Context: an optimization exercise on an open-source flow, tuned for small area. The choices shown serve that exercise and are no tape-out recipe. Function was checked by simulation only, so behaviour that the tests miss may differ from the original. Power and IR drop assume default switching activity.

==> 04-12 <==
Design hb_cascade, start of the top module:
module hb_cascade (
    input  wire        clk,
    input  wire        rst,
    input  wire [3:0]  cfg_dec,
    input  wire        in_valid,
    input  wire [15:0] in_data,
    input  wire        in_mark,
    output reg         out_valid,
    output reg  [15:0] out_data,
    output reg         out_mark
);
    wire [3:0] sel = (cfg_dec > 4'd8) ? 4'd8 : cfg_dec;
    reg        iv;
    reg [15:0] id;
    reg        im;
    reg        act1;
    always @(posedge clk) begin
        iv   <= in_valid & ~rst;
        id   <= in_data;
        im   <= in_mark;
        act1 <= (sel != 4'd0);
    end
    wire [15:0] win [0:95];
    wire [15:0] cen [0:7];
    wire [8:1]  wmk;
    wire [8:1]  srv;                 
    wire [15:0] aw [0:11];
    genvar i, j;
    generate
        for (i = 0; i < 12; i = i + 1) begin : g_mx
            assign aw[i] = ({16{srv[1]}} & win[i])      | ({16{srv[2]}} & win[12+i])
  ...
==> module hb_cascade, before the edit <==
module hb_cascade (
    input  wire        clk,
    input  wire        rst,
    input  wire [3:0]  cfg_dec,
    input  wire        in_valid,
    input  wire [15:0] in_data,
    input  wire        in_mark,
    output reg         out_valid,
    output reg  [15:0] out_data,
    output reg         out_mark
);
    wire [3:0] sel = (cfg_dec > 4'd8) ? 4'd8 : cfg_dec;
    reg        iv;
    reg [15:0] id;
    reg        im;
    reg        act1;
    always @(posedge clk) begin
        iv   <= in_valid & ~rst;
        id   <= in_data;
        im   <= in_mark;
        act1 <= (sel != 4'd0);
    end
    wire [15:0] win [0:95];
    wire [15:0] cen [0:7];
    wire [8:1]  wmk;
    wire [8:1]  srv;                 
    wire [15:0] aw [0:11];
    genvar i, j;
    generate
        for (i = 0; i < 12; i = i + 1) begin : g_mx
            assign aw[i] = ({16{srv[1]}} & win[i])      | ({16{srv[2]}} & win[12+i])
                         | ({16{srv[3]}} & win[24+i])   | ({16{srv[4]}} & win[36+i])
                         | ({16{srv[5]}} & win[48+i])   | ({16{srv[6]}} & win[60+i])
                         | ({16{srv[7]}} & win[72+i])   | ({16{srv[8]}} & win[84+i]);
        end
    endgenerate
    wire [15:0] ac = ({16{srv[1]}} & cen[0]) | ({16{srv[2]}} & cen[1])
                   | ({16{srv[3]}} & cen[2]) | ({16{srv[4]}} & cen[3])
                   | ({16{srv[5]}} & cen[4]) | ({16{srv[6]}} & cen[5])
                   | ({16{srv[7]}} & cen[6]) | ({16{srv[8]}} & cen[7]);
    wire [15:0] y;
    wire        ovf;
    hb_au u_au (
        .clk(clk),
        .a0(aw[0]), .a1(aw[1]), .a2(aw[2]),   .a3(aw[3]),   .a4(aw[4]),   .a5(aw[5]),
        .a6(aw[6]), .a7(aw[7]), .a8(aw[8]),   .a9(aw[9]),   .a10(aw[10]), .a11(aw[11]),
        .c(ac), .y(y), .ovf(ovf));
    reg  [8:1]  srv_d;
    reg         wm_d;
    always @(posedge clk) begin
        srv_d <= rst ? 8'd0 : srv;
        wm_d  <= |(srv & wmk);
    end
    wire        ym = wm_d | ovf;
    integer k;
    reg [15:0] a1 [0:10];            
    reg [15:0] b1 [0:5];             
    reg [4:0]  cnt1;
    reg [4:0]  mc1;                  
    wire       ev1 = iv & act1;
    assign srv[1] = ev1 & (cnt1 == 5'd23);
    assign win[0] = id;
    generate
        for (i = 1; i < 12; i = i + 1) begin : g_w1
            assign win[i] = a1[i-1];
        end
    endgenerate
    assign cen[0] = b1[5];
    assign wmk[1] = im | (mc1 <= 5'd21);
    always @(posedge clk) begin
        if (rst) begin
            cnt1 <= 5'd0;
            mc1  <= 5'd23;
        end else if (ev1) begin
            cnt1 <= (cnt1 == 5'd23) ? 5'd22 : cnt1 + 5'd1;
            if (im)
                mc1 <= 5'd0;
            else if (mc1 < 5'd23)
                mc1 <= mc1 + 5'd1;
        end
        if (ev1 & cnt1[0]) begin
            a1[0] <= id;
            for (k = 1; k < 11; k = k + 1)
                a1[k] <= a1[k-1];
        end
        if (ev1 & ~cnt1[0]) begin
            b1[0] <= id;
            for (k = 1; k < 6; k = k + 1)
                b1[k] <= b1[k-1];
        end
    end
    wire [8:1] req;
    generate
        for (j = 2; j <= 8; j = j + 1) begin : g_st
            localparam FO = (j == 3 || j >= 5) ? 1'b0 : 1'b1;
            reg [15:0] a [0:11];     
            reg [15:0] b [0:5];      
            reg [4:0]  cnt;
            reg [4:0]  mc;
            reg        rq;
            wire       ev = srv_d[j-1] & (sel >= j);
            wire       ap = (cnt[0] == FO);
            assign req[j] = rq;
            for (i = 0; i < 12; i = i + 1) begin : g_w
                assign win[12*(j-1) + i] = a[i];
            end
            assign cen[j-1] = b[5];
            assign wmk[j] = (mc <= 5'd22);
            always @(posedge clk) begin
                if (rst) begin
                    cnt <= 5'd0;
                    mc  <= 5'd23;
                    rq  <= 1'b0;
                end else begin
                    if (ev) begin
                        cnt <= (cnt == 5'd23) ? 5'd22 : cnt + 5'd1;
                        if (ym)
                            mc <= 5'd0;
                        else if (mc < 5'd23)
                            mc <= mc + 5'd1;
                    end
                    if (ev & ap & (cnt[4:1] == 4'd11))
                        rq <= 1'b1;
                    else if (srv[j])
                        rq <= 1'b0;
                end
                if (ev & ap) begin
                    a[0] <= y;
                    for (k = 1; k < 12; k = k + 1)
                        a[k] <= a[k-1];
                end
                if (ev & ~ap) begin
                    b[0] <= y;
                    for (k = 1; k < 6; k = k + 1)
                        b[k] <= b[k-1];
                end
            end
        end
    endgenerate
    assign req[1] = 1'b0;
    assign srv[2] = req[2] & ~srv[1];
    assign srv[3] = req[3] & ~srv[1] & ~req[2];
    assign srv[4] = req[4] & ~srv[1] & ~|req[3:2];
    assign srv[5] = req[5] & ~srv[1] & ~|req[4:2];
    assign srv[6] = req[6] & ~srv[1] & ~|req[5:2];
    assign srv[7] = req[7] & ~srv[1] & ~|req[6:2];
    assign srv[8] = req[8] & ~srv[1] & ~|req[7:2];
    wire done = (sel == 4'd0) ? iv : srv_d[sel];
    always @(posedge clk) begin
        out_valid <= ~rst & done;
        out_data  <= (sel == 4'd0) ? id : y;
        out_mark  <= (sel == 4'd0) ? im : ym;
    end
endmodule
clock: 16.0 ns
lec_check: 0
abc_clock_period_in_ps: 16000
cap_margin: 20
core_margin: 2
core_utilization: 75
cts_buf_list: sky130_fd_sc_hd__clkbuf_16
cts_cluster_diameter: 80
cts_cluster_size: 30
place_density: 0.82
slew_margin: 20
run.sh (not shown) runs the stock make flow with config.mk's settings and CLKGATE_MAP_FILE= SYNTH_SCRIPT=/design/flow/synth_recipe.tcl, a recipe that flattens the netlist after the stock synthesis.
==> inputs of 03-06, as changes to 04-12 <==
--- a/flow/design.v
+++ b/flow/design.v
@@ -2058,14 +2058,4 @@
 );
     wire [3:0] sel = (cfg_dec > 4'd8) ? 4'd8 : cfg_dec;
-    reg        iv;
-    reg [15:0] id;
-    reg        im;
-    reg        act1;
-    always @(posedge clk) begin
-        iv   <= in_valid & ~rst;
-        id   <= in_data;
-        im   <= in_mark;
-        act1 <= (sel != 4'd0);
-    end
     wire [15:0] win [0:95];
     wire [15:0] cen [0:7];
@@ -2105,7 +2095,7 @@
     reg [4:0]  cnt1;
     reg [4:0]  mc1;                  
-    wire       ev1 = iv & act1;
+    wire       ev1 = in_valid & ~rst & (sel != 4'd0);
     assign srv[1] = ev1 & (cnt1 == 5'd23);
-    assign win[0] = id;
+    assign win[0] = in_data;
     generate
         for (i = 1; i < 12; i = i + 1) begin : g_w1
@@ -2114,5 +2104,5 @@
     endgenerate
     assign cen[0] = b1[5];
-    assign wmk[1] = im | (mc1 <= 5'd21);
+    assign wmk[1] = in_mark | (mc1 <= 5'd21);
     always @(posedge clk) begin
         if (rst) begin
@@ -2121,5 +2111,5 @@
         end else if (ev1) begin
             cnt1 <= (cnt1 == 5'd23) ? 5'd22 : cnt1 + 5'd1;
-            if (im)
+            if (in_mark)
                 mc1 <= 5'd0;
             else if (mc1 < 5'd23)
@@ -2127,10 +2117,10 @@
         end
         if (ev1 & cnt1[0]) begin
-            a1[0] <= id;
+            a1[0] <= in_data;
             for (k = 1; k < 11; k = k + 1)
                 a1[k] <= a1[k-1];
         end
         if (ev1 & ~cnt1[0]) begin
-            b1[0] <= id;
+            b1[0] <= in_data;
             for (k = 1; k < 6; k = k + 1)
                 b1[k] <= b1[k-1];
@@ -2193,9 +2183,9 @@
     assign srv[7] = req[7] & ~srv[1] & ~|req[6:2];
     assign srv[8] = req[8] & ~srv[1] & ~|req[7:2];
-    wire done = (sel == 4'd0) ? iv : srv_d[sel];
+    wire done = (sel == 4'd0) ? in_valid : srv_d[sel];
     always @(posedge clk) begin
         out_valid <= ~rst & done;
-        out_data  <= (sel == 4'd0) ? id : y;
-        out_mark  <= (sel == 4'd0) ? im : ym;
+        out_data  <= (sel == 4'd0) ? in_data : y;
+        out_mark  <= (sel == 4'd0) ? in_mark : ym;
     end
 endmodule
CORE_UTILIZATION = 60   (was 75)
CTS_BUF_LIST = sky130_fd_sc_hd__clkbuf_4 sky130_fd_sc_hd__clkbuf_8   (was sky130_fd_sc_hd__clkbuf_16)
CTS_CLUSTER_DIAMETER = unset   (was 80)
CTS_CLUSTER_SIZE = unset   (was 30)
PLACE_DENSITY = 0.7   (was 0.82)
==> summary of the runs <==
Sequential power: 04-12 is larger than 03-06 (about 0.7%). Between 04-12 and 03-06, the lower first-iteration DRC count is in 03-06 (gap 29%, measured against 03-06). In 04-12 the flip-flop and latch count is higher than in 03-06, by 19. Against 04-12, the non-clock buffer count of 03-06 is higher by 105. Of 03-06 and 04-12, 03-06 has the higher total power (gap 19%, measured against 04-12). Against 04-12, the count of clock-buffer cells in the layout of 03-06 is higher by 465. In 03-06 the sequential share of layout area is lower than in 04-12, by 3.8 points.

static timing again, ports no longer ideal:
In the flow no input, the clock included, has a driving cell. The finished layouts below were timed again as built, in two steps. Step 1, drivers: a clkbuf_16 drives clk and a buf_2 each remaining input, both assumed. Step 2 moves the port delays by t, midway between the first and last clock arrival at a register: inputs arrive t later, outputs are due t later. That takes back most of the time a late clock gives input paths. Slacks: ideal ports / drivers / drivers and shift; pairs: ideal ports / drivers.
run | t (ns) | slack for setup (ns) | hold WS [ns] | worst setup path at the end
04-12 | 0.835 | 0.667 / 0.667 / 0.667 | 0.417 / 0.417 / 0.417 | register to register
03-06 | 1.147 | 0.510 / 0.563 / -0.584 | 0.394 / 0.394 / 0.394 | input to register
With both steps, setup timing fails in 03-06, where it was met with ideal ports. The setup slack of 03-06, which loses most, moves by +0.053 ns with the drivers and by -1.094 ns with both steps.
